What follows belongs to an exercise in optimizing a design on an open flow for small area, a short achievable clock period and few clock cycles per item; a production flow would make more cautious choices. Only simulation tests tie the RTL to the original design; equivalence was not proved.

== job 1261 ==
==> module pfil_fir, before the edit <==
module pfil_fir (
    input             clk,
    input             rst,         
    input      [6:0]  taps,        
    input             coef_we,
    input      [5:0]  coef_idx,
    input      [17:0] coef_data,
    input             clr,         
    input             in_valid,
    output            in_ready,
    input      [19:0] in_data,
    output reg        out_valid,
    output reg [19:0] out_data
);
    localparam NTAPS = 64;
    localparam S_IDLE = 2'd0;
    localparam S_MAC  = 2'd1;
    localparam S_DONE = 2'd2;
    localparam S_LAST = 2'd3;    
    reg        [1:0]  state;
    reg        [2:0]  k;
    reg               first;
    reg signed [43:0] psum_r;
    reg signed [43:0] acc;
    reg signed [17:0] coef [0:NTAPS-1];
    reg signed [19:0] hist [0:NTAPS-1];
    assign in_ready = (state == S_IDLE);
    always @(posedge clk) begin
        if (coef_we)
            coef[coef_idx] <= coef_data;
    end
    integer i;
    always @(posedge clk) begin
        if (rst || clr) begin
            for (i = 0; i < NTAPS; i = i + 1)
                hist[i] <= 20'sd0;
        end else if (in_valid && in_ready) begin
            hist[0] <= in_data;
            for (i = 1; i < NTAPS; i = i + 1)
                hist[i] <= hist[i-1];
        end
    end
    reg signed [43:0] psum;
    integer l;
    always @(*) begin
        psum = 44'sd0;
        for (l = 0; l < 8; l = l + 1)
            if ({1'b0, k, l[2:0]} < taps)
                psum = psum + coef[{k, l[2:0]}] * hist[{k, l[2:0]}];
    end
    wire signed [26:0] q     = acc[43:17];
    wire        [16:0] rem   = acc[16:0];
    wire               rnd   = rem[16] && ((rem[15:0] != 16'd0) || q[0]);
    wire signed [27:0] q_rnd = {q[26], q} + {27'd0, rnd};
    reg [19:0] y_sat;
    always @(*) begin
        if (q_rnd > 28'sd524287)
            y_sat = 20'h7FFFF;
        else if (q_rnd < -28'sd524288)
            y_sat = 20'h80000;
        else
            y_sat = q_rnd[19:0];
    end
    always @(posedge clk) begin
        if (rst) begin
            state     <= S_IDLE;
            k         <= 3'd0;
            first     <= 1'b0;
            psum_r    <= 44'sd0;
            acc       <= 44'sd0;
            out_valid <= 1'b0;
            out_data  <= 20'd0;
        end else begin
            out_valid <= 1'b0;
            case (state)
                S_IDLE: begin
                    if (in_valid) begin
                        k     <= 3'd0;
                        acc   <= 44'sd0;
                        first <= 1'b1;
                        state <= S_MAC;
                    end
                end
                S_MAC: begin
                    psum_r <= psum;
                    first  <= 1'b0;
                    if (!first)
                        acc <= acc + psum_r;
                    k   <= k + 3'd1;
                    if ({1'b0, k, 3'd0} + 7'd8 >= taps)
                        state <= S_LAST;
                end
                S_LAST: begin
                    acc   <= acc + psum_r;
                    state <= S_DONE;
                end
                S_DONE: begin
                    out_data  <= y_sat;
                    out_valid <= 1'b1;
                    state     <= S_IDLE;
                end
            endcase
        end
    end
endmodule
==> flow/config.mk <==
export PLATFORM = sky130hd
export DESIGN_NAME = pfil_fir
export DESIGN_NICKNAME = pfil_fir
export VERILOG_FILES = /design/flow/design.v
export SDC_FILE = /design/flow/constraint.sdc
export NUM_CORES = 4
export LEC_CHECK = 0
export CAP_MARGIN = 20
export CORE_MARGIN = 2
export CORE_UTILIZATION = 30
export SLEW_MARGIN = 20
==> flow/constraint.sdc <==
create_clock -name core_clock -period 11.0 [get_ports {clk}]
set_input_delay 2.2000 -clock core_clock [delete_from_list [all_inputs] [get_ports {clk}]]
set_output_delay 2.2000 -clock core_clock [all_outputs]
set_load 0.01 [all_outputs]
run.sh (not shown) runs the stock make flow with config.mk's settings and CLKGATE_MAP_FILE= SYNTH_SCRIPT=/design/flow/synth_recipe.tcl, a recipe that flattens the netlist after the stock synthesis.
Final checks on job 1261, whose flow otherwise completed, came back failing, citing negative setup slack.
Testbench counts of job 1261, summed over its fixed seeds: cycles 85,792, items 8,192.
diff inputs: job 1261 => job 9799
==> flow/design.v <==
module pfil_fir (
    input             clk,
    input             rst,         
    input      [6:0]  taps,        
    input             coef_we,
    input      [5:0]  coef_idx,
    input      [17:0] coef_data,
    input             clr,         
    input             in_valid,
    output            in_ready,
    input      [19:0] in_data,
    output reg        out_valid,
    output reg [19:0] out_data
);
    localparam NTAPS = 64;
    localparam S_IDLE = 2'd0;
    localparam S_MAC  = 2'd1;
    localparam S_DONE = 2'd2;
    reg        [1:0]  state;
    reg        [5:0]  k;
    reg signed [43:0] acc;
    reg signed [17:0] coef [0:NTAPS-1];
    reg signed [19:0] hist [0:NTAPS-1];
    assign in_ready = (state == S_IDLE);
    always @(posedge clk) begin
        if (coef_we)
            coef[coef_idx] <= coef_data;
    end
    integer i;
    always @(posedge clk) begin
        if (rst || clr) begin
            for (i = 0; i < NTAPS; i = i + 1)
                hist[i] <= 20'sd0;
        end else if (in_valid && in_ready) begin
            hist[0] <= in_data;
            for (i = 1; i < NTAPS; i = i + 1)
                hist[i] <= hist[i-1];
        end
    end
    wire signed [37:0] prod = coef[k] * hist[k];
    wire signed [26:0] q     = acc[43:17];
    wire        [16:0] rem   = acc[16:0];
    wire               rnd   = rem[16] && ((rem[15:0] != 16'd0) || q[0]);
    wire signed [27:0] q_rnd = {q[26], q} + {27'd0, rnd};
    reg [19:0] y_sat;
    always @(*) begin
        if (q_rnd > 28'sd524287)
            y_sat = 20'h7FFFF;
        else if (q_rnd < -28'sd524288)
            y_sat = 20'h80000;
        else
            y_sat = q_rnd[19:0];
    end
    always @(posedge clk) begin
        if (rst) begin
            state     <= S_IDLE;
            k         <= 6'd0;
            acc       <= 44'sd0;
            out_valid <= 1'b0;
            out_data  <= 20'd0;
        end else begin
            out_valid <= 1'b0;
            case (state)
                S_IDLE: begin
                    if (in_valid) begin
                        k     <= 6'd0;
                        acc   <= 44'sd0;
                        state <= S_MAC;
                    end
                end
                S_MAC: begin
                    acc <= acc + prod;
                    k   <= k + 6'd1;
                    if ({1'b0, k} == taps - 7'd1)
                        state <= S_DONE;
                end
                S_DONE: begin
                    out_data  <= y_sat;
                    out_valid <= 1'b1;
                    state     <= S_IDLE;
                end
                default: state <= S_IDLE;
            endcase
        end
    end
endmodule
--- outcome ---
- Job 9799 ended with every stage complete and zero timing, DRC or antenna violations.
- Post-CTS setup buffer count ended up 222 lower on job 9799 than on job 1261.
- Taking job 1261 as the reference point, the core footprint of job 9799 falls by 49%.
- Comparing job 1261 and job 9799, routed via count is lower on job 9799.
- Job 1261 -> job 9799: overall die height decreased by more than a quarter
- Against job 1261, job 9799 comes in 13 points lower on area growth from synthesis to layout.
- Job 9799 against job 1261; CTS sink count is down slightly.
- Relative to job 1261, share of post-route cells with drive strength above 1 has decreased by 11 points in job 9799.
- Clock transition at the registers of the reported paths: job 9799 vs job 1261, no meaningful difference
- Delta (job 9799 minus job 1261): summed area of non-filler cells in the final layout decreased by about 54% relative to the old numbers, final HPWL from detailed placement decreased by 390000 um relative to the old numbers.
Testbench counts of job 9799, summed over its fixed seeds: cycles 499,232, items 8,192.

[afterwards: timing with drivers on the ports]
The results above use ideal ports. As a check the final layouts listed here were re-extracted and re-timed, cells and wires unchanged. Step 1 sets driving cells, clkbuf_16 on the clock port and buf_2 on the other inputs (assumed; they add their load-dependent delay and slew). Step 2 also shifts input and output timing later by t, the mid clock arrival at the registers, as if the neighbouring blocks saw the same clock. a / b / c = no drivers / after step 1 / after step 2; a / b = the first two.
run	t, ns	slack for setup (ns)	worst hold slack (ns)	latest minus earliest clock arrival (ns)	pins driven straight from the clock port
job 1261	1.056	-23.765 / -23.765 / -23.765	0.428 / 0.428 / 0.428	0.126 / 0.126	1
job 9799	0.975	0.595 / 0.595 / 0.595	0.391 / 0.391 / 0.391	0.106 / 0.106	1
